Background: an optimization exercise with open tools, aiming at small area and a short achievable clock period. Do not read the settings as production practice. Only simulation tests tie the RTL to the original design; equivalence was not proved.

==> flow/design.v, too long to show whole: its modules and the start of the top module <==
// module sab: 790 lines
module sab (
    input  wire        clk,
    input  wire        rst,         
    input  wire        ce,          
    input  wire        load,        
    input  wire        sub,         
    input  wire [13:0] a,
    input  wire [13:0] d,
    input  wire [13:0] b,
    input  wire [4:0]  ea,
    input  wire [4:0]  eb,
    input  wire        cfg_asign,
    input  wire        cfg_bsign,
    input  wire        cfg_preadd,
    input  wire        cfg_scaled,
    input  wire [5:0]  cfg_accexp,
    input  wire        cfg_accsat,
    input  wire [1:0]  cfg_ofmt,
    input  wire [5:0]  cfg_oshift,
    input  wire [1:0]  cfg_rmode,
    input  wire        cfg_osat,
    input  wire        cfg_osign,
    output reg  [41:0] out,
    output reg  [4:0]  oexp,
    output reg         satf,
    output reg         accov
);
  // ...
==> flow/flow/run.sh <==
#!/bin/bash
set -euo pipefail
cd "$(dirname "$0")/.."
export SETUP_SLACK_MARGIN=${SETUP_SLACK_MARGIN_OVERRIDE:-11}
bash standard.sh > flow_make.log 2>&1
==> flow/standard.sh <==
#!/bin/bash
# synth_recipe.tcl (not shown) runs the flow's synth.tcl, then flattens the netlist and writes it again
# the make line also repeats each setting of config.mk as NAME=value (left out here)
make -C /OpenROAD-flow-scripts/flow DESIGN_CONFIG=/design/flow/config.mk WORK_HOME=/design/flow/orfs CLKGATE_MAP_FILE= SYNTH_SCRIPT=/design/flow/synth_recipe.tcl "${@:-finish}"
==> flow/config.mk <==
export PLATFORM = sky130hd
export DESIGN_NAME = sab
export DESIGN_NICKNAME = sab
export VERILOG_FILES = /design/flow/design.v
export SDC_FILE = /design/flow/constraint.sdc
export NUM_CORES = 4
export LEC_CHECK = 0
export ABC_AREA = 1
export CAP_MARGIN = 20
export CORE_MARGIN = 2
export CORE_UTILIZATION = 40
export PLACE_DENSITY = 0.6
export SLEW_MARGIN = 20
==> flow/constraint.sdc <==
create_clock -name core_clock -period 16.0 [get_ports {clk}]
set_input_delay 3.2000 -clock core_clock [delete_from_list [all_inputs] [get_ports {clk}]]
set_output_delay 3.2000 -clock core_clock [all_outputs]
set_load 0.01 [all_outputs]
==> reports/qor.csv, run 1 <==
metric,value,unit
main combinational cell family by area after synthesis,simple AND/OR/NAND/NOR gates,
crit path kind,flop to flop,
top sig layer,met4,
Post-Synth Simple-Gate Area,27.9,%
Vias,33200,
proportion of synthesized area in mux cells,0.824,%
Hold Path End,load1_q$_DFFE_PP_,
drt total wl,117000,um
synth warn,1,
DP Worst Slack,8.85,ns
GRT Total Usage,27.2,%
ClkCell Share,3.46,%
Setup TNS,0,ns
crit share post-route,35.4,%
fmax,176,MHz
crit end category,flop,
async set-or-reset flop fraction in the synthesized netlist,0,%
layout cells sized above 1,10.6,%
status,finished clean,
worst rel slew slack,38.3,%
post-synthesis sequential area ratio,24.4,%
Max-area cell class,multi-input gates,
Unique masters post-synth,66,
Rows,104,
Non-clk bufs,280,
R2R setup slack,10.33,ns
"Net Count, Synth",5042,
Final nets,5148,
Syn Area/Cell,6.88,um2
Port Buf Inserts,128,
hold path start,load_q$_DFFE_PP_,
WL met1,49400,um
Die X,288,um
Fill cells,8236,
number of synthesized flops with an enable pin,182,
Multi-In Gates,3608,
synth cell count leaders,"nand2_1 (1057), inv_1 (515), nand3_1 (449)",
TAP cells,1060,
wire length of the first global-routing pass,177000,um
Final Instance Area,0.0374,mm2
==> run 2, diff against run 1 <==
--- a/flow/design.v
+++ b/flow/design.v
@@ -76,188 +76,169 @@
     always @(posedge clk) begin
         if (rst) begin
             v0 <= 1'b0; v1 <= 1'b0; v2 <= 1'b0;
         end else if (ce) begin
             v0 <= 1'b1; v1 <= v0; v2 <= v1;
         end
     end
     reg  [15:0] pre_q;
-    reg  [14:0] b_q;      
+    wire [16:0] b_e = {{2{c_bs & b[13]}}, b, 1'b0};
+    reg  [7:0]  bo_q, bt_q, bn_q;
+    integer     bk;
     reg  [5:0]  ep_q;
     reg         load_q;
     always @(posedge clk) begin
         if (ce) begin
             pre_q  <= pre_w;
-            b_q    <= {c_bs & b[13], b};
+            for (bk = 0; bk < 8; bk = bk + 1) begin
+                bo_q[bk] <= b_e[2*bk+1] ^ b_e[2*bk];
+                bt_q[bk] <= (b_e[2*bk+2] & ~b_e[2*bk+1] & ~b_e[2*bk]) | (~b_e[2*bk+2] & b_e[2*bk+1] & b_e[2*bk]);
+                bn_q[bk] <= b_e[2*bk+2];
+            end
             ep_q   <= {1'b0, ea} + {1'b0, eb};
             load_q <= load;
         end
     end
-    wire [15:0] b_y = {b_q[14], b_q};
-    wire bo0 = b_y[0] ^ 1'b0;
-    wire bt0 = (b_y[1] & ~b_y[0] & ~1'b0) | (~b_y[1] & b_y[0] & 1'b0);
-    wire bn0 = b_y[1];
-    wire pp0_0 = ((bo0 & pre_q[0]) | (bt0 & 1'b0)) ^ bn0;
-    wire pp0_1 = ((bo0 & pre_q[1]) | (bt0 & pre_q[0])) ^ bn0;
-    wire pp0_2 = ((bo0 & pre_q[2]) | (bt0 & pre_q[1])) ^ bn0;
-    wire pp0_3 = ((bo0 & pre_q[3]) | (bt0 & pre_q[2])) ^ bn0;
-    wire pp0_4 = ((bo0 & pre_q[4]) | (bt0 & pre_q[3])) ^ bn0;
-    wire pp0_5 = ((bo0 & pre_q[5]) | (bt0 & pre_q[4])) ^ bn0;
-    wire pp0_6 = ((bo0 & pre_q[6]) | (bt0 & pre_q[5])) ^ bn0;
-    wire pp0_7 = ((bo0 & pre_q[7]) | (bt0 & pre_q[6])) ^ bn0;
-    wire pp0_8 = ((bo0 & pre_q[8]) | (bt0 & pre_q[7])) ^ bn0;
-    wire pp0_9 = ((bo0 & pre_q[9]) | (bt0 & pre_q[8])) ^ bn0;
-    wire pp0_10 = ((bo0 & pre_q[10]) | (bt0 & pre_q[9])) ^ bn0;
-    wire pp0_11 = ((bo0 & pre_q[11]) | (bt0 & pre_q[10])) ^ bn0;
-    wire pp0_12 = ((bo0 & pre_q[12]) | (bt0 & pre_q[11])) ^ bn0;
-    wire pp0_13 = ((bo0 & pre_q[13]) | (bt0 & pre_q[12])) ^ bn0;
-    wire pp0_14 = ((bo0 & pre_q[14]) | (bt0 & pre_q[13])) ^ bn0;
-    wire pp0_15 = ((bo0 & pre_q[15]) | (bt0 & pre_q[14])) ^ bn0;
-    wire pp0_16 = ((bo0 & pre_q[15]) | (bt0 & pre_q[15])) ^ bn0;
-    wire bo1 = b_y[2] ^ b_y[1];
-    wire bt1 = (b_y[3] & ~b_y[2] & ~b_y[1]) | (~b_y[3] & b_y[2] & b_y[1]);
-    wire bn1 = b_y[3];
-    wire pp1_0 = ((bo1 & pre_q[0]) | (bt1 & 1'b0)) ^ bn1;
-    wire pp1_1 = ((bo1 & pre_q[1]) | (bt1 & pre_q[0])) ^ bn1;
-    wire pp1_2 = ((bo1 & pre_q[2]) | (bt1 & pre_q[1])) ^ bn1;
-    wire pp1_3 = ((bo1 & pre_q[3]) | (bt1 & pre_q[2])) ^ bn1;
-    wire pp1_4 = ((bo1 & pre_q[4]) | (bt1 & pre_q[3])) ^ bn1;
-    wire pp1_5 = ((bo1 & pre_q[5]) | (bt1 & pre_q[4])) ^ bn1;
-    wire pp1_6 = ((bo1 & pre_q[6]) | (bt1 & pre_q[5])) ^ bn1;
-    wire pp1_7 = ((bo1 & pre_q[7]) | (bt1 & pre_q[6])) ^ bn1;
-    wire pp1_8 = ((bo1 & pre_q[8]) | (bt1 & pre_q[7])) ^ bn1;
-    wire pp1_9 = ((bo1 & pre_q[9]) | (bt1 & pre_q[8])) ^ bn1;
-    wire pp1_10 = ((bo1 & pre_q[10]) | (bt1 & pre_q[9])) ^ bn1;
-    wire pp1_11 = ((bo1 & pre_q[11]) | (bt1 & pre_q[10])) ^ bn1;
-    wire pp1_12 = ((bo1 & pre_q[12]) | (bt1 & pre_q[11])) ^ bn1;
-    wire pp1_13 = ((bo1 & pre_q[13]) | (bt1 & pre_q[12])) ^ bn1;
-    wire pp1_14 = ((bo1 & pre_q[14]) | (bt1 & pre_q[13])) ^ bn1;
-    wire pp1_15 = ((bo1 & pre_q[15]) | (bt1 & pre_q[14])) ^ bn1;
-    wire pp1_16 = ((bo1 & pre_q[15]) | (bt1 & pre_q[15])) ^ bn1;
-    wire bo2 = b_y[4] ^ b_y[3];
-    wire bt2 = (b_y[5] & ~b_y[4] & ~b_y[3]) | (~b_y[5] & b_y[4] & b_y[3]);
-    wire bn2 = b_y[5];
-    wire pp2_0 = ((bo2 & pre_q[0]) | (bt2 & 1'b0)) ^ bn2;
-    wire pp2_1 = ((bo2 & pre_q[1]) | (bt2 & pre_q[0])) ^ bn2;
-    wire pp2_2 = ((bo2 & pre_q[2]) | (bt2 & pre_q[1])) ^ bn2;
-    wire pp2_3 = ((bo2 & pre_q[3]) | (bt2 & pre_q[2])) ^ bn2;
-    wire pp2_4 = ((bo2 & pre_q[4]) | (bt2 & pre_q[3])) ^ bn2;
-    wire pp2_5 = ((bo2 & pre_q[5]) | (bt2 & pre_q[4])) ^ bn2;
-    wire pp2_6 = ((bo2 & pre_q[6]) | (bt2 & pre_q[5])) ^ bn2;
-    wire pp2_7 = ((bo2 & pre_q[7]) | (bt2 & pre_q[6])) ^ bn2;
-    wire pp2_8 = ((bo2 & pre_q[8]) | (bt2 & pre_q[7])) ^ bn2;
-    wire pp2_9 = ((bo2 & pre_q[9]) | (bt2 & pre_q[8])) ^ bn2;
-    wire pp2_10 = ((bo2 & pre_q[10]) | (bt2 & pre_q[9])) ^ bn2;
-    wire pp2_11 = ((bo2 & pre_q[11]) | (bt2 & pre_q[10])) ^ bn2;
-    wire pp2_12 = ((bo2 & pre_q[12]) | (bt2 & pre_q[11])) ^ bn2;
-    wire pp2_13 = ((bo2 & pre_q[13]) | (bt2 & pre_q[12])) ^ bn2;
-    wire pp2_14 = ((bo2 & pre_q[14]) | (bt2 & pre_q[13])) ^ bn2;
-    wire pp2_15 = ((bo2 & pre_q[15]) | (bt2 & pre_q[14])) ^ bn2;
-    wire pp2_16 = ((bo2 & pre_q[15]) | (bt2 & pre_q[15])) ^ bn2;
-    wire bo3 = b_y[6] ^ b_y[5];
-    wire bt3 = (b_y[7] & ~b_y[6] & ~b_y[5]) | (~b_y[7] & b_y[6] & b_y[5]);
-    wire bn3 = b_y[7];
-    wire pp3_0 = ((bo3 & pre_q[0]) | (bt3 & 1'b0)) ^ bn3;
-    wire pp3_1 = ((bo3 & pre_q[1]) | (bt3 & pre_q[0])) ^ bn3;
-    wire pp3_2 = ((bo3 & pre_q[2]) | (bt3 & pre_q[1])) ^ bn3;
-    wire pp3_3 = ((bo3 & pre_q[3]) | (bt3 & pre_q[2])) ^ bn3;
-    wire pp3_4 = ((bo3 & pre_q[4]) | (bt3 & pre_q[3])) ^ bn3;
-    wire pp3_5 = ((bo3 & pre_q[5]) | (bt3 & pre_q[4])) ^ bn3;
-    wire pp3_6 = ((bo3 & pre_q[6]) | (bt3 & pre_q[5])) ^ bn3;
-    wire pp3_7 = ((bo3 & pre_q[7]) | (bt3 & pre_q[6])) ^ bn3;
-    wire pp3_8 = ((bo3 & pre_q[8]) | (bt3 & pre_q[7])) ^ bn3;
-    wire pp3_9 = ((bo3 & pre_q[9]) | (bt3 & pre_q[8])) ^ bn3;
-    wire pp3_10 = ((bo3 & pre_q[10]) | (bt3 & pre_q[9])) ^ bn3;
-    wire pp3_11 = ((bo3 & pre_q[11]) | (bt3 & pre_q[10])) ^ bn3;
-    wire pp3_12 = ((bo3 & pre_q[12]) | (bt3 & pre_q[11])) ^ bn3;
-    wire pp3_13 = ((bo3 & pre_q[13]) | (bt3 & pre_q[12])) ^ bn3;
-    wire pp3_14 = ((bo3 & pre_q[14]) | (bt3 & pre_q[13])) ^ bn3;
-    wire pp3_15 = ((bo3 & pre_q[15]) | (bt3 & pre_q[14])) ^ bn3;
-    wire pp3_16 = ((bo3 & pre_q[15]) | (bt3 & pre_q[15])) ^ bn3;
-    wire bo4 = b_y[8] ^ b_y[7];
-    wire bt4 = (b_y[9] & ~b_y[8] & ~b_y[7]) | (~b_y[9] & b_y[8] & b_y[7]);
-    wire bn4 = b_y[9];
-    wire pp4_0 = ((bo4 & pre_q[0]) | (bt4 & 1'b0)) ^ bn4;
-    wire pp4_1 = ((bo4 & pre_q[1]) | (bt4 & pre_q[0])) ^ bn4;
-    wire pp4_2 = ((bo4 & pre_q[2]) | (bt4 & pre_q[1])) ^ bn4;
-    wire pp4_3 = ((bo4 & pre_q[3]) | (bt4 & pre_q[2])) ^ bn4;
-    wire pp4_4 = ((bo4 & pre_q[4]) | (bt4 & pre_q[3])) ^ bn4;
-    wire pp4_5 = ((bo4 & pre_q[5]) | (bt4 & pre_q[4])) ^ bn4;
-    wire pp4_6 = ((bo4 & pre_q[6]) | (bt4 & pre_q[5])) ^ bn4;
-    wire pp4_7 = ((bo4 & pre_q[7]) | (bt4 & pre_q[6])) ^ bn4;
-    wire pp4_8 = ((bo4 & pre_q[8]) | (bt4 & pre_q[7])) ^ bn4;
-    wire pp4_9 = ((bo4 & pre_q[9]) | (bt4 & pre_q[8])) ^ bn4;
-    wire pp4_10 = ((bo4 & pre_q[10]) | (bt4 & pre_q[9])) ^ bn4;
-    wire pp4_11 = ((bo4 & pre_q[11]) | (bt4 & pre_q[10])) ^ bn4;
-    wire pp4_12 = ((bo4 & pre_q[12]) | (bt4 & pre_q[11])) ^ bn4;
-    wire pp4_13 = ((bo4 & pre_q[13]) | (bt4 & pre_q[12])) ^ bn4;
-    wire pp4_14 = ((bo4 & pre_q[14]) | (bt4 & pre_q[13])) ^ bn4;
-    wire pp4_15 = ((bo4 & pre_q[15]) | (bt4 & pre_q[14])) ^ bn4;
-    wire pp4_16 = ((bo4 & pre_q[15]) | (bt4 & pre_q[15])) ^ bn4;
-    wire bo5 = b_y[10] ^ b_y[9];
-    wire bt5 = (b_y[11] & ~b_y[10] & ~b_y[9]) | (~b_y[11] & b_y[10] & b_y[9]);
-    wire bn5 = b_y[11];
-    wire pp5_0 = ((bo5 & pre_q[0]) | (bt5 & 1'b0)) ^ bn5;
-    wire pp5_1 = ((bo5 & pre_q[1]) | (bt5 & pre_q[0])) ^ bn5;
-    wire pp5_2 = ((bo5 & pre_q[2]) | (bt5 & pre_q[1])) ^ bn5;
-    wire pp5_3 = ((bo5 & pre_q[3]) | (bt5 & pre_q[2])) ^ bn5;
-    wire pp5_4 = ((bo5 & pre_q[4]) | (bt5 & pre_q[3])) ^ bn5;
-    wire pp5_5 = ((bo5 & pre_q[5]) | (bt5 & pre_q[4])) ^ bn5;
-    wire pp5_6 = ((bo5 & pre_q[6]) | (bt5 & pre_q[5])) ^ bn5;
-    wire pp5_7 = ((bo5 & pre_q[7]) | (bt5 & pre_q[6])) ^ bn5;
-    wire pp5_8 = ((bo5 & pre_q[8]) | (bt5 & pre_q[7])) ^ bn5;
-    wire pp5_9 = ((bo5 & pre_q[9]) | (bt5 & pre_q[8])) ^ bn5;
-    wire pp5_10 = ((bo5 & pre_q[10]) | (bt5 & pre_q[9])) ^ bn5;
-    wire pp5_11 = ((bo5 & pre_q[11]) | (bt5 & pre_q[10])) ^ bn5;
-    wire pp5_12 = ((bo5 & pre_q[12]) | (bt5 & pre_q[11])) ^ bn5;
-    wire pp5_13 = ((bo5 & pre_q[13]) | (bt5 & pre_q[12])) ^ bn5;
-    wire pp5_14 = ((bo5 & pre_q[14]) | (bt5 & pre_q[13])) ^ bn5;
-    wire pp5_15 = ((bo5 & pre_q[15]) | (bt5 & pre_q[14])) ^ bn5;
-    wire pp5_16 = ((bo5 & pre_q[15]) | (bt5 & pre_q[15])) ^ bn5;
-    wire bo6 = b_y[12] ^ b_y[11];
-    wire bt6 = (b_y[13] & ~b_y[12] & ~b_y[11]) | (~b_y[13] & b_y[12] & b_y[11]);
-    wire bn6 = b_y[13];
-    wire pp6_0 = ((bo6 & pre_q[0]) | (bt6 & 1'b0)) ^ bn6;
-    wire pp6_1 = ((bo6 & pre_q[1]) | (bt6 & pre_q[0])) ^ bn6;
-    wire pp6_2 = ((bo6 & pre_q[2]) | (bt6 & pre_q[1])) ^ bn6;
-    wire pp6_3 = ((bo6 & pre_q[3]) | (bt6 & pre_q[2])) ^ bn6;
-    wire pp6_4 = ((bo6 & pre_q[4]) | (bt6 & pre_q[3])) ^ bn6;
-    wire pp6_5 = ((bo6 & pre_q[5]) | (bt6 & pre_q[4])) ^ bn6;
-    wire pp6_6 = ((bo6 & pre_q[6]) | (bt6 & pre_q[5])) ^ bn6;
-    wire pp6_7 = ((bo6 & pre_q[7]) | (bt6 & pre_q[6])) ^ bn6;
-    wire pp6_8 = ((bo6 & pre_q[8]) | (bt6 & pre_q[7])) ^ bn6;
-    wire pp6_9 = ((bo6 & pre_q[9]) | (bt6 & pre_q[8])) ^ bn6;
-    wire pp6_10 = ((bo6 & pre_q[10]) | (bt6 & pre_q[9])) ^ bn6;
-    wire pp6_11 = ((bo6 & pre_q[11]) | (bt6 & pre_q[10])) ^ bn6;
-    wire pp6_12 = ((bo6 & pre_q[12]) | (bt6 & pre_q[11])) ^ bn6;
-    wire pp6_13 = ((bo6 & pre_q[13]) | (bt6 & pre_q[12])) ^ bn6;
-    wire pp6_14 = ((bo6 & pre_q[14]) | (bt6 & pre_q[13])) ^ bn6;
-    wire pp6_15 = ((bo6 & pre_q[15]) | (bt6 & pre_q[14])) ^ bn6;
-    wire pp6_16 = ((bo6 & pre_q[15]) | (bt6 & pre_q[15])) ^ bn6;
-    wire bo7 = b_y[14] ^ b_y[13];
-    wire bt7 = (b_y[15] & ~b_y[14] & ~b_y[13]) | (~b_y[15] & b_y[14] & b_y[13]);
-    wire bn7 = b_y[15];
-    wire pp7_0 = ((bo7 & pre_q[0]) | (bt7 & 1'b0)) ^ bn7;
-    wire pp7_1 = ((bo7 & pre_q[1]) | (bt7 & pre_q[0])) ^ bn7;
-    wire pp7_2 = ((bo7 & pre_q[2]) | (bt7 & pre_q[1])) ^ bn7;
-    wire pp7_3 = ((bo7 & pre_q[3]) | (bt7 & pre_q[2])) ^ bn7;
-    wire pp7_4 = ((bo7 & pre_q[4]) | (bt7 & pre_q[3])) ^ bn7;
-    wire pp7_5 = ((bo7 & pre_q[5]) | (bt7 & pre_q[4])) ^ bn7;
-    wire pp7_6 = ((bo7 & pre_q[6]) | (bt7 & pre_q[5])) ^ bn7;
-    wire pp7_7 = ((bo7 & pre_q[7]) | (bt7 & pre_q[6])) ^ bn7;
-    wire pp7_8 = ((bo7 & pre_q[8]) | (bt7 & pre_q[7])) ^ bn7;
-    wire pp7_9 = ((bo7 & pre_q[9]) | (bt7 & pre_q[8])) ^ bn7;
-    wire pp7_10 = ((bo7 & pre_q[10]) | (bt7 & pre_q[9])) ^ bn7;
-    wire pp7_11 = ((bo7 & pre_q[11]) | (bt7 & pre_q[10])) ^ bn7;
-    wire pp7_12 = ((bo7 & pre_q[12]) | (bt7 & pre_q[11])) ^ bn7;
-    wire pp7_13 = ((bo7 & pre_q[13]) | (bt7 & pre_q[12])) ^ bn7;
-    wire pp7_14 = ((bo7 & pre_q[14]) | (bt7 & pre_q[13])) ^ bn7;
-    wire pp7_15 = ((bo7 & pre_q[15]) | (bt7 & pre_q[14])) ^ bn7;
-    wire pp7_16 = ((bo7 & pre_q[15]) | (bt7 & pre_q[15])) ^ bn7;
+    wire pp0_0 = ((bo_q[0] & pre_q[0]) | (bt_q[0] & 1'b0)) ^ bn_q[0];
+    wire pp0_1 = ((bo_q[0] & pre_q[1]) | (bt_q[0] & pre_q[0])) ^ bn_q[0];
+    wire pp0_2 = ((bo_q[0] & pre_q[2]) | (bt_q[0] & pre_q[1])) ^ bn_q[0];
+    wire pp0_3 = ((bo_q[0] & pre_q[3]) | (bt_q[0] & pre_q[2])) ^ bn_q[0];
+    wire pp0_4 = ((bo_q[0] & pre_q[4]) | (bt_q[0] & pre_q[3])) ^ bn_q[0];
+    wire pp0_5 = ((bo_q[0] & pre_q[5]) | (bt_q[0] & pre_q[4])) ^ bn_q[0];
+    wire pp0_6 = ((bo_q[0] & pre_q[6]) | (bt_q[0] & pre_q[5])) ^ bn_q[0];
+    wire pp0_7 = ((bo_q[0] & pre_q[7]) | (bt_q[0] & pre_q[6])) ^ bn_q[0];
+    wire pp0_8 = ((bo_q[0] & pre_q[8]) | (bt_q[0] & pre_q[7])) ^ bn_q[0];
+    wire pp0_9 = ((bo_q[0] & pre_q[9]) | (bt_q[0] & pre_q[8])) ^ bn_q[0];
+    wire pp0_10 = ((bo_q[0] & pre_q[10]) | (bt_q[0] & pre_q[9])) ^ bn_q[0];
+    wire pp0_11 = ((bo_q[0] & pre_q[11]) | (bt_q[0] & pre_q[10])) ^ bn_q[0];
+    wire pp0_12 = ((bo_q[0] & pre_q[12]) | (bt_q[0] & pre_q[11])) ^ bn_q[0];
+    wire pp0_13 = ((bo_q[0] & pre_q[13]) | (bt_q[0] & pre_q[12])) ^ bn_q[0];
+    wire pp0_14 = ((bo_q[0] & pre_q[14]) | (bt_q[0] & pre_q[13])) ^ bn_q[0];
+    wire pp0_15 = ((bo_q[0] & pre_q[15]) | (bt_q[0] & pre_q[14])) ^ bn_q[0];
+    wire pp0_16 = ((bo_q[0] & pre_q[15]) | (bt_q[0] & pre_q[15])) ^ bn_q[0];
+    wire pp1_0 = ((bo_q[1] & pre_q[0]) | (bt_q[1] & 1'b0)) ^ bn_q[1];
+    wire pp1_1 = ((bo_q[1] & pre_q[1]) | (bt_q[1] & pre_q[0])) ^ bn_q[1];
+    wire pp1_2 = ((bo_q[1] & pre_q[2]) | (bt_q[1] & pre_q[1])) ^ bn_q[1];
+    wire pp1_3 = ((bo_q[1] & pre_q[3]) | (bt_q[1] & pre_q[2])) ^ bn_q[1];
+    wire pp1_4 = ((bo_q[1] & pre_q[4]) | (bt_q[1] & pre_q[3])) ^ bn_q[1];
+    wire pp1_5 = ((bo_q[1] & pre_q[5]) | (bt_q[1] & pre_q[4])) ^ bn_q[1];
+    wire pp1_6 = ((bo_q[1] & pre_q[6]) | (bt_q[1] & pre_q[5])) ^ bn_q[1];
+    wire pp1_7 = ((bo_q[1] & pre_q[7]) | (bt_q[1] & pre_q[6])) ^ bn_q[1];
+    wire pp1_8 = ((bo_q[1] & pre_q[8]) | (bt_q[1] & pre_q[7])) ^ bn_q[1];
+    wire pp1_9 = ((bo_q[1] & pre_q[9]) | (bt_q[1] & pre_q[8])) ^ bn_q[1];
+    wire pp1_10 = ((bo_q[1] & pre_q[10]) | (bt_q[1] & pre_q[9])) ^ bn_q[1];
+    wire pp1_11 = ((bo_q[1] & pre_q[11]) | (bt_q[1] & pre_q[10])) ^ bn_q[1];
+    wire pp1_12 = ((bo_q[1] & pre_q[12]) | (bt_q[1] & pre_q[11])) ^ bn_q[1];
+    wire pp1_13 = ((bo_q[1] & pre_q[13]) | (bt_q[1] & pre_q[12])) ^ bn_q[1];
+    wire pp1_14 = ((bo_q[1] & pre_q[14]) | (bt_q[1] & pre_q[13])) ^ bn_q[1];
+    wire pp1_15 = ((bo_q[1] & pre_q[15]) | (bt_q[1] & pre_q[14])) ^ bn_q[1];
+    wire pp1_16 = ((bo_q[1] & pre_q[15]) | (bt_q[1] & pre_q[15])) ^ bn_q[1];
+    wire pp2_0 = ((bo_q[2] & pre_q[0]) | (bt_q[2] & 1'b0)) ^ bn_q[2];
+    wire pp2_1 = ((bo_q[2] & pre_q[1]) | (bt_q[2] & pre_q[0])) ^ bn_q[2];
+    wire pp2_2 = ((bo_q[2] & pre_q[2]) | (bt_q[2] & pre_q[1])) ^ bn_q[2];
+    wire pp2_3 = ((bo_q[2] & pre_q[3]) | (bt_q[2] & pre_q[2])) ^ bn_q[2];
+    wire pp2_4 = ((bo_q[2] & pre_q[4]) | (bt_q[2] & pre_q[3])) ^ bn_q[2];
+    wire pp2_5 = ((bo_q[2] & pre_q[5]) | (bt_q[2] & pre_q[4])) ^ bn_q[2];
+    wire pp2_6 = ((bo_q[2] & pre_q[6]) | (bt_q[2] & pre_q[5])) ^ bn_q[2];
+    wire pp2_7 = ((bo_q[2] & pre_q[7]) | (bt_q[2] & pre_q[6])) ^ bn_q[2];
+    wire pp2_8 = ((bo_q[2] & pre_q[8]) | (bt_q[2] & pre_q[7])) ^ bn_q[2];
+    wire pp2_9 = ((bo_q[2] & pre_q[9]) | (bt_q[2] & pre_q[8])) ^ bn_q[2];
+    wire pp2_10 = ((bo_q[2] & pre_q[10]) | (bt_q[2] & pre_q[9])) ^ bn_q[2];
+    wire pp2_11 = ((bo_q[2] & pre_q[11]) | (bt_q[2] & pre_q[10])) ^ bn_q[2];
+    wire pp2_12 = ((bo_q[2] & pre_q[12]) | (bt_q[2] & pre_q[11])) ^ bn_q[2];
+    wire pp2_13 = ((bo_q[2] & pre_q[13]) | (bt_q[2] & pre_q[12])) ^ bn_q[2];
+    wire pp2_14 = ((bo_q[2] & pre_q[14]) | (bt_q[2] & pre_q[13])) ^ bn_q[2];
+    wire pp2_15 = ((bo_q[2] & pre_q[15]) | (bt_q[2] & pre_q[14])) ^ bn_q[2];
+    wire pp2_16 = ((bo_q[2] & pre_q[15]) | (bt_q[2] & pre_q[15])) ^ bn_q[2];
+    wire pp3_0 = ((bo_q[3] & pre_q[0]) | (bt_q[3] & 1'b0)) ^ bn_q[3];
+    wire pp3_1 = ((bo_q[3] & pre_q[1]) | (bt_q[3] & pre_q[0])) ^ bn_q[3];
+    wire pp3_2 = ((bo_q[3] & pre_q[2]) | (bt_q[3] & pre_q[1])) ^ bn_q[3];
+    wire pp3_3 = ((bo_q[3] & pre_q[3]) | (bt_q[3] & pre_q[2])) ^ bn_q[3];
+    wire pp3_4 = ((bo_q[3] & pre_q[4]) | (bt_q[3] & pre_q[3])) ^ bn_q[3];
+    wire pp3_5 = ((bo_q[3] & pre_q[5]) | (bt_q[3] & pre_q[4])) ^ bn_q[3];
+    wire pp3_6 = ((bo_q[3] & pre_q[6]) | (bt_q[3] & pre_q[5])) ^ bn_q[3];
+    wire pp3_7 = ((bo_q[3] & pre_q[7]) | (bt_q[3] & pre_q[6])) ^ bn_q[3];
+    wire pp3_8 = ((bo_q[3] & pre_q[8]) | (bt_q[3] & pre_q[7])) ^ bn_q[3];
+    wire pp3_9 = ((bo_q[3] & pre_q[9]) | (bt_q[3] & pre_q[8])) ^ bn_q[3];
+    wire pp3_10 = ((bo_q[3] & pre_q[10]) | (bt_q[3] & pre_q[9])) ^ bn_q[3];
+    wire pp3_11 = ((bo_q[3] & pre_q[11]) | (bt_q[3] & pre_q[10])) ^ bn_q[3];
+    wire pp3_12 = ((bo_q[3] & pre_q[12]) | (bt_q[3] & pre_q[11])) ^ bn_q[3];
+    wire pp3_13 = ((bo_q[3] & pre_q[13]) | (bt_q[3] & pre_q[12])) ^ bn_q[3];
+    wire pp3_14 = ((bo_q[3] & pre_q[14]) | (bt_q[3] & pre_q[13])) ^ bn_q[3];
+    wire pp3_15 = ((bo_q[3] & pre_q[15]) | (bt_q[3] & pre_q[14])) ^ bn_q[3];
+    wire pp3_16 = ((bo_q[3] & pre_q[15]) | (bt_q[3] & pre_q[15])) ^ bn_q[3];
+    wire pp4_0 = ((bo_q[4] & pre_q[0]) | (bt_q[4] & 1'b0)) ^ bn_q[4];
+    wire pp4_1 = ((bo_q[4] & pre_q[1]) | (bt_q[4] & pre_q[0])) ^ bn_q[4];
+    wire pp4_2 = ((bo_q[4] & pre_q[2]) | (bt_q[4] & pre_q[1])) ^ bn_q[4];
+    wire pp4_3 = ((bo_q[4] & pre_q[3]) | (bt_q[4] & pre_q[2])) ^ bn_q[4];
+    wire pp4_4 = ((bo_q[4] & pre_q[4]) | (bt_q[4] & pre_q[3])) ^ bn_q[4];
+    wire pp4_5 = ((bo_q[4] & pre_q[5]) | (bt_q[4] & pre_q[4])) ^ bn_q[4];
+    wire pp4_6 = ((bo_q[4] & pre_q[6]) | (bt_q[4] & pre_q[5])) ^ bn_q[4];
+    wire pp4_7 = ((bo_q[4] & pre_q[7]) | (bt_q[4] & pre_q[6])) ^ bn_q[4];
+    wire pp4_8 = ((bo_q[4] & pre_q[8]) | (bt_q[4] & pre_q[7])) ^ bn_q[4];
+    wire pp4_9 = ((bo_q[4] & pre_q[9]) | (bt_q[4] & pre_q[8])) ^ bn_q[4];
+    wire pp4_10 = ((bo_q[4] & pre_q[10]) | (bt_q[4] & pre_q[9])) ^ bn_q[4];
+    wire pp4_11 = ((bo_q[4] & pre_q[11]) | (bt_q[4] & pre_q[10])) ^ bn_q[4];
+    wire pp4_12 = ((bo_q[4] & pre_q[12]) | (bt_q[4] & pre_q[11])) ^ bn_q[4];
+    wire pp4_13 = ((bo_q[4] & pre_q[13]) | (bt_q[4] & pre_q[12])) ^ bn_q[4];
+    wire pp4_14 = ((bo_q[4] & pre_q[14]) | (bt_q[4] & pre_q[13])) ^ bn_q[4];
+    wire pp4_15 = ((bo_q[4] & pre_q[15]) | (bt_q[4] & pre_q[14])) ^ bn_q[4];
+    wire pp4_16 = ((bo_q[4] & pre_q[15]) | (bt_q[4] & pre_q[15])) ^ bn_q[4];
+    wire pp5_0 = ((bo_q[5] & pre_q[0]) | (bt_q[5] & 1'b0)) ^ bn_q[5];
+    wire pp5_1 = ((bo_q[5] & pre_q[1]) | (bt_q[5] & pre_q[0])) ^ bn_q[5];
+    wire pp5_2 = ((bo_q[5] & pre_q[2]) | (bt_q[5] & pre_q[1])) ^ bn_q[5];
+    wire pp5_3 = ((bo_q[5] & pre_q[3]) | (bt_q[5] & pre_q[2])) ^ bn_q[5];
+    wire pp5_4 = ((bo_q[5] & pre_q[4]) | (bt_q[5] & pre_q[3])) ^ bn_q[5];
+    wire pp5_5 = ((bo_q[5] & pre_q[5]) | (bt_q[5] & pre_q[4])) ^ bn_q[5];
+    wire pp5_6 = ((bo_q[5] & pre_q[6]) | (bt_q[5] & pre_q[5])) ^ bn_q[5];
+    wire pp5_7 = ((bo_q[5] & pre_q[7]) | (bt_q[5] & pre_q[6])) ^ bn_q[5];
+    wire pp5_8 = ((bo_q[5] & pre_q[8]) | (bt_q[5] & pre_q[7])) ^ bn_q[5];
+    wire pp5_9 = ((bo_q[5] & pre_q[9]) | (bt_q[5] & pre_q[8])) ^ bn_q[5];
+    wire pp5_10 = ((bo_q[5] & pre_q[10]) | (bt_q[5] & pre_q[9])) ^ bn_q[5];
+    wire pp5_11 = ((bo_q[5] & pre_q[11]) | (bt_q[5] & pre_q[10])) ^ bn_q[5];
+    wire pp5_12 = ((bo_q[5] & pre_q[12]) | (bt_q[5] & pre_q[11])) ^ bn_q[5];
+    wire pp5_13 = ((bo_q[5] & pre_q[13]) | (bt_q[5] & pre_q[12])) ^ bn_q[5];
+    wire pp5_14 = ((bo_q[5] & pre_q[14]) | (bt_q[5] & pre_q[13])) ^ bn_q[5];
+    wire pp5_15 = ((bo_q[5] & pre_q[15]) | (bt_q[5] & pre_q[14])) ^ bn_q[5];
+    wire pp5_16 = ((bo_q[5] & pre_q[15]) | (bt_q[5] & pre_q[15])) ^ bn_q[5];
+    wire pp6_0 = ((bo_q[6] & pre_q[0]) | (bt_q[6] & 1'b0)) ^ bn_q[6];
+    wire pp6_1 = ((bo_q[6] & pre_q[1]) | (bt_q[6] & pre_q[0])) ^ bn_q[6];
+    wire pp6_2 = ((bo_q[6] & pre_q[2]) | (bt_q[6] & pre_q[1])) ^ bn_q[6];
+    wire pp6_3 = ((bo_q[6] & pre_q[3]) | (bt_q[6] & pre_q[2])) ^ bn_q[6];
+    wire pp6_4 = ((bo_q[6] & pre_q[4]) | (bt_q[6] & pre_q[3])) ^ bn_q[6];
+    wire pp6_5 = ((bo_q[6] & pre_q[5]) | (bt_q[6] & pre_q[4])) ^ bn_q[6];
+    wire pp6_6 = ((bo_q[6] & pre_q[6]) | (bt_q[6] & pre_q[5])) ^ bn_q[6];
+    wire pp6_7 = ((bo_q[6] & pre_q[7]) | (bt_q[6] & pre_q[6])) ^ bn_q[6];
+    wire pp6_8 = ((bo_q[6] & pre_q[8]) | (bt_q[6] & pre_q[7])) ^ bn_q[6];
+    wire pp6_9 = ((bo_q[6] & pre_q[9]) | (bt_q[6] & pre_q[8])) ^ bn_q[6];
+    wire pp6_10 = ((bo_q[6] & pre_q[10]) | (bt_q[6] & pre_q[9])) ^ bn_q[6];
+    wire pp6_11 = ((bo_q[6] & pre_q[11]) | (bt_q[6] & pre_q[10])) ^ bn_q[6];
+    wire pp6_12 = ((bo_q[6] & pre_q[12]) | (bt_q[6] & pre_q[11])) ^ bn_q[6];
+    wire pp6_13 = ((bo_q[6] & pre_q[13]) | (bt_q[6] & pre_q[12])) ^ bn_q[6];
+    wire pp6_14 = ((bo_q[6] & pre_q[14]) | (bt_q[6] & pre_q[13])) ^ bn_q[6];
+    wire pp6_15 = ((bo_q[6] & pre_q[15]) | (bt_q[6] & pre_q[14])) ^ bn_q[6];
+    wire pp6_16 = ((bo_q[6] & pre_q[15]) | (bt_q[6] & pre_q[15])) ^ bn_q[6];
+    wire pp7_0 = ((bo_q[7] & pre_q[0]) | (bt_q[7] & 1'b0)) ^ bn_q[7];
+    wire pp7_1 = ((bo_q[7] & pre_q[1]) | (bt_q[7] & pre_q[0])) ^ bn_q[7];
+    wire pp7_2 = ((bo_q[7] & pre_q[2]) | (bt_q[7] & pre_q[1])) ^ bn_q[7];
+    wire pp7_3 = ((bo_q[7] & pre_q[3]) | (bt_q[7] & pre_q[2])) ^ bn_q[7];
+    wire pp7_4 = ((bo_q[7] & pre_q[4]) | (bt_q[7] & pre_q[3])) ^ bn_q[7];
+    wire pp7_5 = ((bo_q[7] & pre_q[5]) | (bt_q[7] & pre_q[4])) ^ bn_q[7];
+    wire pp7_6 = ((bo_q[7] & pre_q[6]) | (bt_q[7] & pre_q[5])) ^ bn_q[7];
+    wire pp7_7 = ((bo_q[7] & pre_q[7]) | (bt_q[7] & pre_q[6])) ^ bn_q[7];
+    wire pp7_8 = ((bo_q[7] & pre_q[8]) | (bt_q[7] & pre_q[7])) ^ bn_q[7];
+    wire pp7_9 = ((bo_q[7] & pre_q[9]) | (bt_q[7] & pre_q[8])) ^ bn_q[7];
+    wire pp7_10 = ((bo_q[7] & pre_q[10]) | (bt_q[7] & pre_q[9])) ^ bn_q[7];
+    wire pp7_11 = ((bo_q[7] & pre_q[11]) | (bt_q[7] & pre_q[10])) ^ bn_q[7];
+    wire pp7_12 = ((bo_q[7] & pre_q[12]) | (bt_q[7] & pre_q[11])) ^ bn_q[7];
+    wire pp7_13 = ((bo_q[7] & pre_q[13]) | (bt_q[7] & pre_q[12])) ^ bn_q[7];
+    wire pp7_14 = ((bo_q[7] & pre_q[14]) | (bt_q[7] & pre_q[13])) ^ bn_q[7];
+    wire pp7_15 = ((bo_q[7] & pre_q[15]) | (bt_q[7] & pre_q[14])) ^ bn_q[7];
+    wire pp7_16 = ((bo_q[7] & pre_q[15]) | (bt_q[7] & pre_q[15])) ^ bn_q[7];
     wire m_s1 = pp0_10 ^ pp1_8;
     wire m_c2 = pp0_10 & pp1_8;
     wire m_s3 = pp0_11 ^ pp1_9;
     wire m_c4 = pp0_11 & pp1_9;
     wire m_s5 = pp0_12 ^ pp1_10 ^ pp2_8;
     wire m_c6 = (pp0_12 & pp1_10) | (pp0_12 & pp2_8) | (pp1_10 & pp2_8);
     wire m_s7 = pp3_6 ^ pp4_4;
     wire m_c8 = pp3_6 & pp4_4;
@@ -310,34 +291,34 @@
     wire m_s55 = pp3_2 ^ pp4_0;
     wire m_c56 = pp3_2 & pp4_0;
     wire m_s57 = pp0_9 ^ pp1_7 ^ pp2_5;
     wire m_c58 = (pp0_9 & pp1_7) | (pp0_9 & pp2_5) | (pp1_7 & pp2_5);
     wire m_s59 = pp3_3 ^ pp4_1;
     wire m_c60 = pp3_3 & pp4_1;
     wire m_s61 = m_s1 ^ pp2_6 ^ pp3_4;
     wire m_c62 = (m_s1 & pp2_6) | (m_s1 & pp3_4) | (pp2_6 & pp3_4);
-    wire m_s63 = pp4_2 ^ pp5_0 ^ bn5;
-    wire m_c64 = (pp4_2 & pp5_0) | (pp4_2 & bn5) | (pp5_0 & bn5);
+    wire m_s63 = pp4_2 ^ pp5_0 ^ bn_q[5];
+    wire m_c64 = (pp4_2 & pp5_0) | (pp4_2 & bn_q[5]) | (pp5_0 & bn_q[5]);
     wire m_s65 = m_c2 ^ m_s3 ^ pp2_7;
     wire m_c66 = (m_c2 & m_s3) | (m_c2 & pp2_7) | (m_s3 & pp2_7);
     wire m_s67 = pp3_5 ^ pp4_3 ^ pp5_1;
     wire m_c68 = (pp3_5 & pp4_3) | (pp3_5 & pp5_1) | (pp4_3 & pp5_1);
     wire m_s69 = m_c4 ^ m_s5 ^ m_s7;
     wire m_c70 = (m_c4 & m_s5) | (m_c4 & m_s7) | (m_s5 & m_s7);
-    wire m_s71 = pp5_2 ^ pp6_0 ^ bn6;
-    wire m_c72 = (pp5_2 & pp6_0) | (pp5_2 & bn6) | (pp6_0 & bn6);
+    wire m_s71 = pp5_2 ^ pp6_0 ^ bn_q[6];
+    wire m_c72 = (pp5_2 & pp6_0) | (pp5_2 & bn_q[6]) | (pp6_0 & bn_q[6]);
     wire m_s73 = m_c6 ^ m_c8 ^ m_s9;
     wire m_c74 = (m_c6 & m_c8) | (m_c6 & m_s9) | (m_c8 & m_s9);
     wire m_s75 = m_s11 ^ pp5_3 ^ pp6_1;
     wire m_c76 = (m_s11 & pp5_3) | (m_s11 & pp6_1) | (pp5_3 & pp6_1);
     wire m_s77 = m_c10 ^ m_c12 ^ m_s13;
     wire m_c78 = (m_c10 & m_c12) | (m_c10 & m_s13) | (m_c12 & m_s13);
-    wire m_s79 = m_s15 ^ m_s17 ^ bn7;
-    wire m_c80 = (m_s15 & m_s17) | (m_s15 & bn7) | (m_s17 & bn7);
+    wire m_s79 = m_s15 ^ m_s17 ^ bn_q[7];
+    wire m_c80 = (m_s15 & m_s17) | (m_s15 & bn_q[7]) | (m_s17 & bn_q[7]);
     wire m_s81 = m_c14 ^ m_c16 ^ m_c18;
     wire m_c82 = (m_c14 & m_c16) | (m_c14 & m_c18) | (m_c16 & m_c18);
     wire m_s83 = m_s19 ^ m_s21 ^ m_s23;
     wire m_c84 = (m_s19 & m_s21) | (m_s19 & m_s23) | (m_s21 & m_s23);
     wire m_s85 = m_c20 ^ m_c22 ^ m_c24;
     wire m_c86 = (m_c20 & m_c22) | (m_c20 & m_c24) | (m_c22 & m_c24);
     wire m_s87 = m_s25 ^ m_s27 ^ m_s29;
     wire m_c88 = (m_s25 & m_s27) | (m_s25 & m_s29) | (m_s27 & m_s29);
@@ -420,26 +401,26 @@
     wire m_s165 = m_c120 ^ ~pp5_16 ^ pp6_14;
     wire m_c166 = (m_c120 & ~pp5_16) | (m_c120 & pp6_14) | (~pp5_16 & pp6_14);
     wire m_s167 = pp6_15 ^ pp7_13;
     wire m_c168 = pp6_15 & pp7_13;
     wire m_s169 = pp0_2 ^ pp1_0;
     wire m_c170 = pp0_2 & pp1_0;
     wire m_s171 = pp0_3 ^ pp1_1;
     wire m_c172 = pp0_3 & pp1_1;
-    wire m_s173 = m_s121 ^ pp2_0 ^ bn2;
-    wire m_c174 = (m_s121 & pp2_0) | (m_s121 & bn2) | (pp2_0 & bn2);
+    wire m_s173 = m_s121 ^ pp2_0 ^ bn_q[2];
+    wire m_c174 = (m_s121 & pp2_0) | (m_s121 & bn_q[2]) | (pp2_0 & bn_q[2]);
     wire m_s175 = m_c122 ^ m_s123 ^ pp2_1;
     wire m_c176 = (m_c122 & m_s123) | (m_c122 & pp2_1) | (m_s123 & pp2_1);
-    wire m_s177 = m_c124 ^ m_s125 ^ bn3;
-    wire m_c178 = (m_c124 & m_s125) | (m_c124 & bn3) | (m_s125 & bn3);
+    wire m_s177 = m_c124 ^ m_s125 ^ bn_q[3];
+    wire m_c178 = (m_c124 & m_s125) | (m_c124 & bn_q[3]) | (m_s125 & bn_q[3]);
     wire m_s179 = m_c126 ^ m_s127 ^ pp3_1;
     wire m_c180 = (m_c126 & m_s127) | (m_c126 & pp3_1) | (m_s127 & pp3_1);
-    wire m_s181 = m_c128 ^ m_s129 ^ bn4;
-    wire m_c182 = (m_c128 & m_s129) | (m_c128 & bn4) | (m_s129 & bn4);
+    wire m_s181 = m_c128 ^ m_s129 ^ bn_q[4];
+    wire m_c182 = (m_c128 & m_s129) | (m_c128 & bn_q[4]) | (m_s129 & bn_q[4]);
     wire m_s183 = m_c130 ^ m_s131 ^ m_s59;
     wire m_c184 = (m_c130 & m_s131) | (m_c130 & m_s59) | (m_s131 & m_s59);
     wire m_s185 = m_c132 ^ m_s133 ^ m_s63;
     wire m_c186 = (m_c132 & m_s133) | (m_c132 & m_s63) | (m_s133 & m_s63);
     wire m_s187 = m_c134 ^ m_s135 ^ m_s67;
     wire m_c188 = (m_c134 & m_s135) | (m_c134 & m_s67) | (m_s135 & m_s67);
     wire m_s189 = m_c136 ^ m_s137 ^ m_s71;
     wire m_c190 = (m_c136 & m_s137) | (m_c136 & m_s71) | (m_s137 & m_s71);
@@ -473,37 +454,18 @@
     wire m_c218 = (m_c164 & m_s165) | (m_c164 & pp7_12) | (m_s165 & pp7_12);
     wire m_s219 = m_c166 ^ m_s167 ^ 1'b1;
     wire m_c220 = (m_c166 & m_s167) | (m_c166 & 1'b1) | (m_s167 & 1'b1);
     wire m_s221 = m_c168 ^ ~pp6_16 ^ pp7_14;
     wire m_c222 = (m_c168 & ~pp6_16) | (m_c168 & pp7_14) | (~pp6_16 & pp7_14);
     wire m_s223 = pp7_15 ^ 1'b1;
     wire m_c224 = pp7_15 & 1'b1;
     wire [29:0] m_ra = {m_c222, m_c220, m_c218, m_c216, m_c214, m_c212, m_c210, m_c208, m_c206, m_c204, m_c202, m_c200, m_c198, m_c196, m_c194, m_c192, m_c190, m_c188, m_c186, m_c184, m_c182, m_c180, m_c178, m_c176, m_c174, m_c172, m_c170, m_s169, pp0_1, pp0_0};
-    wire [29:0] m_rb = {m_s223, m_s221, m_s219, m_s217, m_s215, m_s213, m_s211, m_s209, m_s207, m_s205, m_s203, m_s201, m_s199, m_s197, m_s195, m_s193, m_s191, m_s189, m_s187, m_s185, m_s183, m_s181, m_s179, m_s177, m_s175, m_s173, m_s171, bn1, 1'b0, bn0};
-    wire [4:0] prod_w_b0 = {1'b0, m_ra[3:0]} + {1'b0, m_rb[3:0]} + {4'd0, 1'b0};
-    wire [4:0] prod_w_z1 = {1'b0, m_ra[7:4]} + {1'b0, m_rb[7:4]};
-    wire [4:0] prod_w_o1 = {1'b0, m_ra[7:4]} + {1'b0, m_rb[7:4]} + 5'd1;
-    wire [4:0] prod_w_b1 = prod_w_b0[4] ? prod_w_o1 : prod_w_z1;
-    wire [4:0] prod_w_z2 = {1'b0, m_ra[11:8]} + {1'b0, m_rb[11:8]};
-    wire [4:0] prod_w_o2 = {1'b0, m_ra[11:8]} + {1'b0, m_rb[11:8]} + 5'd1;
-    wire [4:0] prod_w_b2 = prod_w_b1[4] ? prod_w_o2 : prod_w_z2;
-    wire [4:0] prod_w_z3 = {1'b0, m_ra[15:12]} + {1'b0, m_rb[15:12]};
-    wire [4:0] prod_w_o3 = {1'b0, m_ra[15:12]} + {1'b0, m_rb[15:12]} + 5'd1;
-    wire [4:0] prod_w_b3 = prod_w_b2[4] ? prod_w_o3 : prod_w_z3;
-    wire [4:0] prod_w_z4 = {1'b0, m_ra[19:16]} + {1'b0, m_rb[19:16]};
-    wire [4:0] prod_w_o4 = {1'b0, m_ra[19:16]} + {1'b0, m_rb[19:16]} + 5'd1;
-    wire [4:0] prod_w_b4 = prod_w_b3[4] ? prod_w_o4 : prod_w_z4;
-    wire [5:0] prod_w_z5 = {1'b0, m_ra[24:20]} + {1'b0, m_rb[24:20]};
-    wire [5:0] prod_w_o5 = {1'b0, m_ra[24:20]} + {1'b0, m_rb[24:20]} + 6'd1;
-    wire [5:0] prod_w_b5 = prod_w_b4[4] ? prod_w_o5 : prod_w_z5;
-    wire [5:0] prod_w_z6 = {1'b0, m_ra[29:25]} + {1'b0, m_rb[29:25]};
-    wire [5:0] prod_w_o6 = {1'b0, m_ra[29:25]} + {1'b0, m_rb[29:25]} + 6'd1;
-    wire [5:0] prod_w_b6 = prod_w_b5[5] ? prod_w_o6 : prod_w_z6;
-    wire [29:0] prod_w = {prod_w_b6[4:0], prod_w_b5[4:0], prod_w_b4[3:0], prod_w_b3[3:0], prod_w_b2[3:0], prod_w_b1[3:0], prod_w_b0[3:0]};
+    wire [29:0] m_rb = {m_s223, m_s221, m_s219, m_s217, m_s215, m_s213, m_s211, m_s209, m_s207, m_s205, m_s203, m_s201, m_s199, m_s197, m_s195, m_s193, m_s191, m_s189, m_s187, m_s185, m_s183, m_s181, m_s179, m_s177, m_s175, m_s173, m_s171, bn_q[1], 1'b0, bn_q[0]};
+    wire [29:0] prod_w = m_ra + m_rb;
     wire [6:0] ax43 = {1'b0, c_accexp} + 7'd43;
     wire [6:0] sa_w = ({1'b0, ep_q} > ax43)             ? 7'd0 :
                       ({1'b0, ep_q} + 7'd31 < {1'b0, c_accexp}) ? 7'd74 :
                       ax43 - {1'b0, ep_q};
     reg  [29:0] prod_q;
     reg  [6:0]  sa_q;
     reg         load1_q;
     always @(posedge clk) begin
@@ -549,17 +511,17 @@
     wire [43:0] base   = ld ? 44'd0 : {{2{acc[41]}}, acc};
     wire [44:0] sum_c  = {base, 1'b1} + {addend[42], addend, add_up};    
     wire [43:0] sum    = sum_c[44:1];
     wire        s_neg  = big ? alneg_q : sum[43];
     wire        ovf    = big | (sum[43:41] != 3'b000 && sum[43:41] != 3'b111);
     wire [41:0] acc_w  = (ovf & c_accsat) ? {s_neg, {41{~s_neg}}} : sum[41:0];
     wire        v_in   = c_sc ? v2 : v1;     
     always @(posedge clk) begin
-        if (rst | (ce & !v_in)) begin
+        if (rst | !v_in) begin           
             acc <= 42'd0; accov_q <= 1'b0;
         end else if (ce) begin
             acc     <= acc_w;
             accov_q <= ovf;
         end
     end
     wire [63:0] lz_y = {acc[40:0] ^ {41{acc[41]}}, 1'b1, 22'd0};
     wire lz_v0_0 = lz_y[63] | lz_y[62];
@@ -767,17 +729,17 @@
                          (q[13:0] == 14'h2fff);                         
     wire        f31    = f32_q & c_near & hf & (q[14:0] == 15'h5fff);   
     wire        g31    = (g0_q == 5'd31);
     wire        sc_fit = c0_q | (uncl_q & !(adj_p & g31)) | f31;
     wire [4:0]  sc_exp = (adj_p & !g31) ? g0_q + 5'd1 : adj_m ? g0_q - 5'd1 : g0_q;
     wire [13:0] sc_m   = (adj_p & !g31) ? 14'd4096 : adj_m ? 14'h2000 : r[13:0];
     wire [13:0] sc_res = (sc_fit | ~c_osat) ? sc_m : (acc_d[41] ? 14'h2000 : 14'h1fff);
     always @(posedge clk) begin
-        if (rst | (ce & !v0)) begin
+        if (rst | !v0) begin             
             out <= 42'd0; oexp <= 5'd0; satf <= 1'b0; accov <= 1'b0;
         end else if (ce) begin
             if (c_sc) begin
                 out  <= {{28{sc_res[13]}}, sc_res};
                 oexp <= sc_exp;
                 satf <= !sc_fit;
             end else begin
                 out  <= fx_out;
==> run 2 against run 1 <==
Effect of this change: flip-flop and latch count increased by 8; hold slack better by 0.039 ns; non-clock buffer count decreased by 1; critical path depth fell by 6; worst setup slack improved by 0.55 ns; maximum frequency rose by 11%; synthesized cell count decreased by 0.53%; die area up 0.20%; critical path type unchanged; critical endpoint unchanged.
==> reports/qor.csv, run 2 <==
metric,value,unit,change
number of synthesized flops with an enable pin,190,,was 182
XOR/XNOR share of the synthesized area,7.69,%,was 7.21%
top_reg_cell synth,edfxtp_1,,unchanged
Unique masters post-synth,67,,was 66
io pins,129,,unchanged
async set-or-reset flop fraction in the synthesized netlist,0,%,unchanged
post-layout min period,5.11,ns,was 5.67 ns
area grow syn2layout,15.8,%,was 16.3%
synth warn,1,,unchanged
Post-Synth Simple-Gate Area,27.2,%,was 27.9%
TritonCTS Sinks,309,,was 301
Vias/cell,5.61,,was 5.65
Least-Margin Pin Slew,1.01,ns,was 0.925 ns
max-slew violations,0,,unchanged
Rows,104,,unchanged
worst rel slew slack,32.9,%,was 38.3%
die area,0.0829,mm2,was 0.0827 mm2
status,finished clean,,unchanged
Die X,288,um,about the same
crit path kind,flop to flop,,unchanged
Port Buf Inserts,128,,unchanged
fmax,196,MHz,was 176 MHz
post-synthesis sequential area ratio,25.1,%,was 24.4%
crit share post-route,32.0,%,was 35.4%
final setup fails,0,,unchanged
RD Place Congestion,0.959,,was 0.980
main combinational cell family by area after synthesis,simple AND/OR/NAND/NOR gates,,unchanged
RSZ-0062 raised after global routing,true,,unchanged
Vias,32800,,was 33200
GRT Total Usage,26.9,%,was 27.2%
"Net Count, Synth",5005,,was 5042
Core Box Area,0.0802,mm2,unchanged
largest net degree at the start of global routing,139,,was 75
Worst-path clk slew,0.06,ns,about the same
H-tree levels,2,,unchanged
CTS root buffer,clkbuf_16,,unchanged
initial antenna violation count,1,,unchanged
Pre-antenna DRT Iters,6,,was 7
TritonCTS clock tree,yes,,unchanged
wire length of the first global-routing pass,175000,um,was 177000 um
Synth top area share,17.7,%,was 17.0%
hpwl dp,85500,um,was 86200 um
adder-cell area share of the yosys netlist,12.8,%,was 13.5%
Required @ worst endpoint,16.33,ns,was 16.37 ns
MaxCap Viol Count,0,,unchanged
Layout Skew,0.0282,ns,was 0.0252 ns
vias in the first global route,30500,,was 31100
post-synthesis cell count,4650,,was 4675
Critical Path AT,5.44,ns,was 6.04 ns
most common cell in the netlist,nand2_1,,unchanged
proportion of synthesized area in mux cells,1.14,%,was 0.824%
Post-Syn Area,0.0323,mm2,was 0.0322 mm2
Setup TNS,0,ns,unchanged
Clock Latency Late Sink,0.61,ns,was 0.57 ns
synth cell count leaders,"nand2_1 (1024), inv_1 (511), nand3_1 (461)",,"was nand2_1 (1057), inv_1 (515), nand3_1 (449)"
max reg flops,43,,unchanged
Fill cells,8154,,was 8236
Cells on Worst Hold Path,0,,unchanged
ANT nets after route,0,,unchanged
CP Launch Type,flop,,unchanged
Reg with most FFs,al_q,,unchanged
leading area contributor after synthesis,edfxtp_1,,unchanged
Final nets,5104,,was 5148
synth top area cells,"edfxtp_1 (18%), nand2_1 (12%), dfxtp_1 (7.4%)",,"was edfxtp_1 (17%), nand2_1 (12%), dfxtp_1 (7.4%)"
Finished Core Util,46.6,%,was 46.7%
Syn Area/Cell,6.94,um2,was 6.88 um2
"most common cell after layout, fill and taps aside",nand2_1,,unchanged
layout cells sized above 1,10.1,%,was 10.6%
TritonCTS buffer count,40,,was 38
Initial Util,40.2,%,about the same
FF-to-FF path depth,21,,was 27
DRC,0,,unchanged
"Hold Vio Cnt, Final",0,,unchanged
crit end category,flop,,unchanged
worst hold path type,flop to flop,,unchanged
initial DRC count,2958,,was 3584
drt total wl,116000,um,was 117000 um
Routed wire per std cell,19.8,um,was 19.9 um
chip height,288,um,about the same
gr ovfl total,0,,unchanged
deepest clock path buffer count,3,,unchanged
CP Max Fanout,4,,was 3
"commonest non-fill, non-tap cells in the layout","nand2_1 (1010), inv_1 (471), nand3_1 (449)",,"was nand2_1 (1021), inv_1 (494), nand3_1 (444)"
"flops & latches, synth",309,,was 301
# hold bufs at CTS,0,,unchanged
Synth Area in Compound Gates,16.6,%,was 16.7%
-- run 2: changes by cell type after synthesis, moves of 12 or more --
cell	before	now
a21oi_1	246	282
nand2_1	1057	1024
nand3_1	449	461
nand4_1	54	35
nor2_1	399	387
o21ai_0	365	378
o21ai_1	31	19
xnor2_1	74	55
xor2_1	191	228
-- run 2: cell families after synthesis --
logic type,after synthesis
simple gates,2036
compound gates,947
xor+xnor,283
flops,309
mux,36
fa+ha+maj,275
buf+inv,764
-- run 2: repair_timing --
action / 4_1_cts / 5_1_grt
setup endpoints to repair: 108 / 99
buffers inserted: 75 / 43
gates resized for setup: 102 / 145
pin swaps: 28 / 65
cloned: 2 / 6
-- run 2: stage by stage --
| step | setup slack [ns] | hold slack (ns) | instance area (um2) | cells |
|---|---|---|---|---|
| detailed placement | 9.38 | 0.445 | 34100 | 5640 |
| CTS | 10.92 | 0.459 | 36400 | 5790 |
| global route | 10.72 | 0.473 | 37300 | 5840 |
| global placement | 9.44 | 0.444 | 34100 | 5640 |
| floorplan | 10.61 | 0.400 | 32300 | 4650 |
| finish | 10.89 | 0.461 | 37400 | 5841 |
-- run 2: worst paths after layout --
kind | slack (ns) | endpoint | start
setup / recovery | 10.89 | prod_q[24]$_DFFE_PP_ | pre_q[9]$_DFFE_PP_
hold reg to reg | 0.46 | acc_d[37]$_DFFE_PP_ | acc[37]$_SDFFE_PP0P_
setup reg to reg | 10.89 | prod_q[24]$_DFFE_PP_ | pre_q[9]$_DFFE_PP_
hold / removal | 0.46 | acc_d[37]$_DFFE_PP_ | acc[37]$_SDFFE_PP0P_
-- run 2: final cells by class --
cell class                      count  area (um2)  area share [%]
Inverter                          539        2180            5.83
Tap cell                         1060        1330            3.55
Antenna cell                        1        2.50         0.00670
Sequential cell                   309        8090            21.7
Clock buffer                       51        1090            2.91
Clock inverter                     22         240           0.643
Timing Repair inverter              2        18.8          0.0502
Multi-Input combinational cell   3578       21700            58.2
Timing Repair Buffer              279        2680            7.17
-- run 2: metal layers --
| layer | vias to the layer above | wire [um] | GRT usage [%] |
|---|---|---|---|
| met5 | - | 0 | 0 |
| met4 | 0 | 4780 | 9.84 |
| met3 | 255 | 7530 | 3.17 |
| met2 | 1286 | 53400 | 44.3 |
| met1 | 15400 | 49900 | 36.1 |
| li1 | 15800 | - | - |
-- run 2: worst max-delay path, stage by stage, from the launching register on --
cell and delay, ns:
edfxtp_1 0.42, clkinvlp_4 0.22, buf_4 0.20, o22ai_2 0.17, xor2_1 0.21, fa_1 0.43
fa_1 0.50, inv_2 0.04, fa_1 0.49, fa_1 0.45, ha_4 0.32, nand2_2 0.07
o21ai_2 0.16, a21oi_2 0.06, o21ai_2 0.21, a21oi_2 0.10, o21ai_2 0.16, a21boi_2 0.09
buf_4 0.14, buf_4 0.12, buf_4 0.13, xnor2_2 0.15
==> run 3, diff against run 2 <==
==> flow/flow/run.sh (replaced) <==
#!/bin/bash
set -euo pipefail
cd "$(dirname "$0")/.."
export SETUP_SLACK_MARGIN=${SETUP_SLACK_MARGIN_OVERRIDE:-10.5}
bash standard.sh > flow_make.log 2>&1
==> run 3 against run 2 <==
Effect of this change: still clean on timing, DRC and antenna; flip-flop and latch count unchanged; sequential share of layout area up 0.75 points; wire length down 2.8%; die area unchanged; largest cell class unchanged.
==> reports/qor.csv, run 3 <==
metric,value,unit,change
status,finished clean,,unchanged
GRT Total Usage,26.5,%,was 26.9%
synth warn,1,,unchanged
gr ovfl total,0,,unchanged
async set-or-reset flop fraction in the synthesized netlist,0,%,unchanged
# hold bufs at CTS,0,,unchanged
Fill cells,8415,,was 8154
crit end category,flop,,unchanged
CP Launch Type,primary input,,was flop
RD Place Congestion,0.971,,was 0.959
Initial Util,40.2,%,unchanged
post-synthesis cell count,4650,,unchanged
worst hold path type,flop to flop,,unchanged
chip height,288,um,unchanged
Least-Margin Pin Slew,0.970,ns,was 1.01 ns
"Net Count, Synth",5005,,unchanged
vias in the first global route,30300,,was 30500
hpwl dp,87000,um,was 85500 um
"flops & latches, synth",309,,unchanged
io pins,129,,unchanged
met1 usage,35.2,%,was 36.1%
top_reg_cell synth,edfxtp_1,,unchanged
initial antenna violation count,0,,was 1
Layout Skew,0.0298,ns,was 0.0282 ns
leading area contributor after synthesis,edfxtp_1,,unchanged
Vias,32100,,was 32800
number of synthesized flops with an enable pin,190,,unchanged
"commonest non-fill, non-tap cells in the layout","nand2_1 (1017), inv_1 (487), nand3_1 (459)",,"was nand2_1 (1010), inv_1 (471), nand3_1 (449)"
most crowded layer after global routing,met2,,unchanged
Die X,288,um,unchanged
post-synthesis sequential area ratio,25.1,%,unchanged
max reg flops,43,,unchanged
TritonCTS clock tree,yes,,unchanged
area grow syn2layout,11.9,%,was 15.8%
crit path kind,primary input to flop,,was flop to flop
Syn Area/Cell,6.94,um2,unchanged
Post-Syn Area,0.0323,mm2,unchanged
Required @ worst endpoint,16.34,ns,was 16.33 ns
wire length of the first global-routing pass,173000,um,was 175000 um
Final Instance Area,0.0361,mm2,was 0.0374 mm2
RSZ-0062 raised after global routing,true,,unchanged
Unique masters post-synth,67,,unchanged
Reg with most FFs,al_q,,unchanged
DRC,0,,unchanged
"Hold Vio Cnt, Final",0,,unchanged
largest net degree at the start of global routing,74,,was 139
"most common cell after layout, fill and taps aside",nand2_1,,unchanged
Worst-path clk slew,0.06,ns,about the same
n_diodes,0,,was 1
most common cell in the netlist,nand2_1,,unchanged
MaxCap Viol Count,0,,unchanged
grt met2 use,44.9,%,was 44.3%
layout cells sized above 1,6.61,%,was 10.1%
Port Buf Inserts,128,,unchanged
GRT met3 Usage,2.92,%,was 3.17%
CTS root buffer,clkbuf_16,,unchanged
deepest clock path buffer count,3,,unchanged
CP Max Fanout,5,,was 4
Rows,104,,unchanged
Setup TNS,0,ns,unchanged
area of the multi-input gates,0.0212,mm2,was 0.0217 mm2
Routed wire per std cell,19.5,um,was 19.8 um
Critical Path AT,5.67,ns,was 5.44 ns
placed inst area,0.0341,mm2,about the same
max-slew violations,0,,unchanged
Pre-antenna DRT Iters,6,,unchanged
Synth top area share,17.7,%,unchanged
TritonCTS buffer count,39,,was 40
ANT nets after route,0,,unchanged
synth cell count leaders,"nand2_1 (1024), inv_1 (511), nand3_1 (461)",,unchanged
post-layout min period,5.33,ns,was 5.11 ns
die area,0.0829,mm2,unchanged
TritonCTS Sinks,309,,unchanged
H-tree levels,2,,unchanged
Clock Latency Late Sink,0.59,ns,was 0.61 ns
final setup fails,0,,unchanged
Reg area,0.00809,mm2,about the same
synth top area cells,"edfxtp_1 (18%), nand2_1 (12%), dfxtp_1 (7.4%)",,unchanged
crit share post-route,33.3,%,was 32.0%
fmax,187,MHz,was 196 MHz
Core Box Area,0.0802,mm2,unchanged
drt total wl,112000,um,was 116000 um
initial DRC count,3435,,was 2958
Vias/cell,5.57,,was 5.61
worst rel slew slack,35.3,%,was 32.9%
Final nets,5032,,was 5104
run 3: cell counts after synthesis:
No cell type changed its count.
run 3: what timing repair did:
item / 4_1_cts / 5_1_grt
pin swaps: 0 / 8
resized for setup: 25 / 57
setup buffers: 25 / 26
cloned: 0 / 2
endpoints found under the setup margin: 63 / 90
run 3: cell families (layout without fill, tap and decap cells):
group,after synthesis,in the layout,share of synthesized area [%]
and+or+nand+nor,2036,2037,27.2
AOI/OAI and AO/OA,947,947,16.6
buffers and inverters,764,821,9.48
DFF,309,309,25.1
xor gates and xnor gates,283,283,7.69
adders and majority gates,275,275,12.8
muxes,36,36,1.14
run 3: final cells by class:
| type | count | area share [%] |
|---|---|---|
| Clock inverter | 20 | 0.784 |
| Multi-Input combinational cell | 3578 | 58.8 |
| Tap cell | 1060 | 3.67 |
| Timing Repair Buffer | 209 | 5.40 |
| Inverter | 539 | 5.90 |
| Timing Repair inverter | 1 | 0.0139 |
| Sequential cell | 309 | 22.4 |
| Clock buffer | 52 | 3.02 |
run 3: worst max-delay path, cell delays in order:
cell             delay (ns)
clkdlybuf4s50_1        0.48
xor2_1                 0.14
nand2_1                0.09
fa_2                   0.40
inv_2                  0.07
fa_2                   0.19
nand3_1                0.09
nand2_2                0.12
nand2_2                0.07
nor2_2                 0.10
nand3_1                0.11
nand2_2                0.12
buf_4                  0.13
mux2_2                 0.33
run 3: worst paths after layout:
| path | from | end | slack [ns] | cells past startpoint |
|---|---|---|---|---|
| setup / recovery | d[0] | pre_q[9]$_DFFE_PP_ | 10.67 | 14 |
| hold / removal | accov_q$_SDFFE_PP0P_ | accov_d$_DFFE_PP_ | 0.43 | 0 |
| setup reg to reg | pre_q[10]$_DFFE_PP_ | prod_q[27]$_DFFE_PP_ | 10.74 | 20 |
| hold reg to reg | accov_q$_SDFFE_PP0P_ | accov_d$_DFFE_PP_ | 0.43 | 0 |
run 3: per-stage QoR:
step	std cells	worst slack [ns]	hold slack, ns	utilization, %
floorplan	4650	10.51	0.400	-
finish	5768	10.67	0.435	45.0
CTS	5740	10.30	0.431	44.6
global route	5768	10.44	0.457	45.0
global placement	5643	9.39	0.420	42.5
detailed placement	5643	9.37	0.414	42.5
run 3: metal layers:
layer / wire [um] / vias up
li1: - / 15700
met1: 48400 / 15100
met2: 53300 / 1178
met5: 0 / -
met4: 3560 / 0
met3: 7130 / 189

## static timing again, ports no longer ideal
No port has a modelled driver above. Below, the same layouts with a new extraction and two added sets of constraints.
Step 1 sets driving cells, clkbuf_16 on the clock port and buf_2 on the other inputs (assumed; they add their load-dependent delay and slew).
Step 2 moves the port delays by t, midway between the first and last clock arrival at a register: inputs arrive t later, outputs are due t later. That takes back most of the time a late clock gives input paths.
Three values: ideal, step 1, step 2; two values: the first two.
run | t, ns | setup slack, ns | hold WS [ns] | worst setup path at the end
run 1 | 0.627 | 10.333 / 10.333 / 10.122 | 0.423 / 0.423 / 0.423 | input to register
run 2 | 0.668 | 10.887 / 10.887 / 10.312 | 0.461 / 0.461 / 0.461 | input to register
run 3 | 0.642 | 10.666 / 10.710 / 10.068 | 0.435 / 0.435 / 0.435 | input to register
After both steps every run listed still meets setup and hold. For run 3, which loses most, drivers alone change the setup slack by +0.044 ns; drivers and shift together by -0.598 ns.
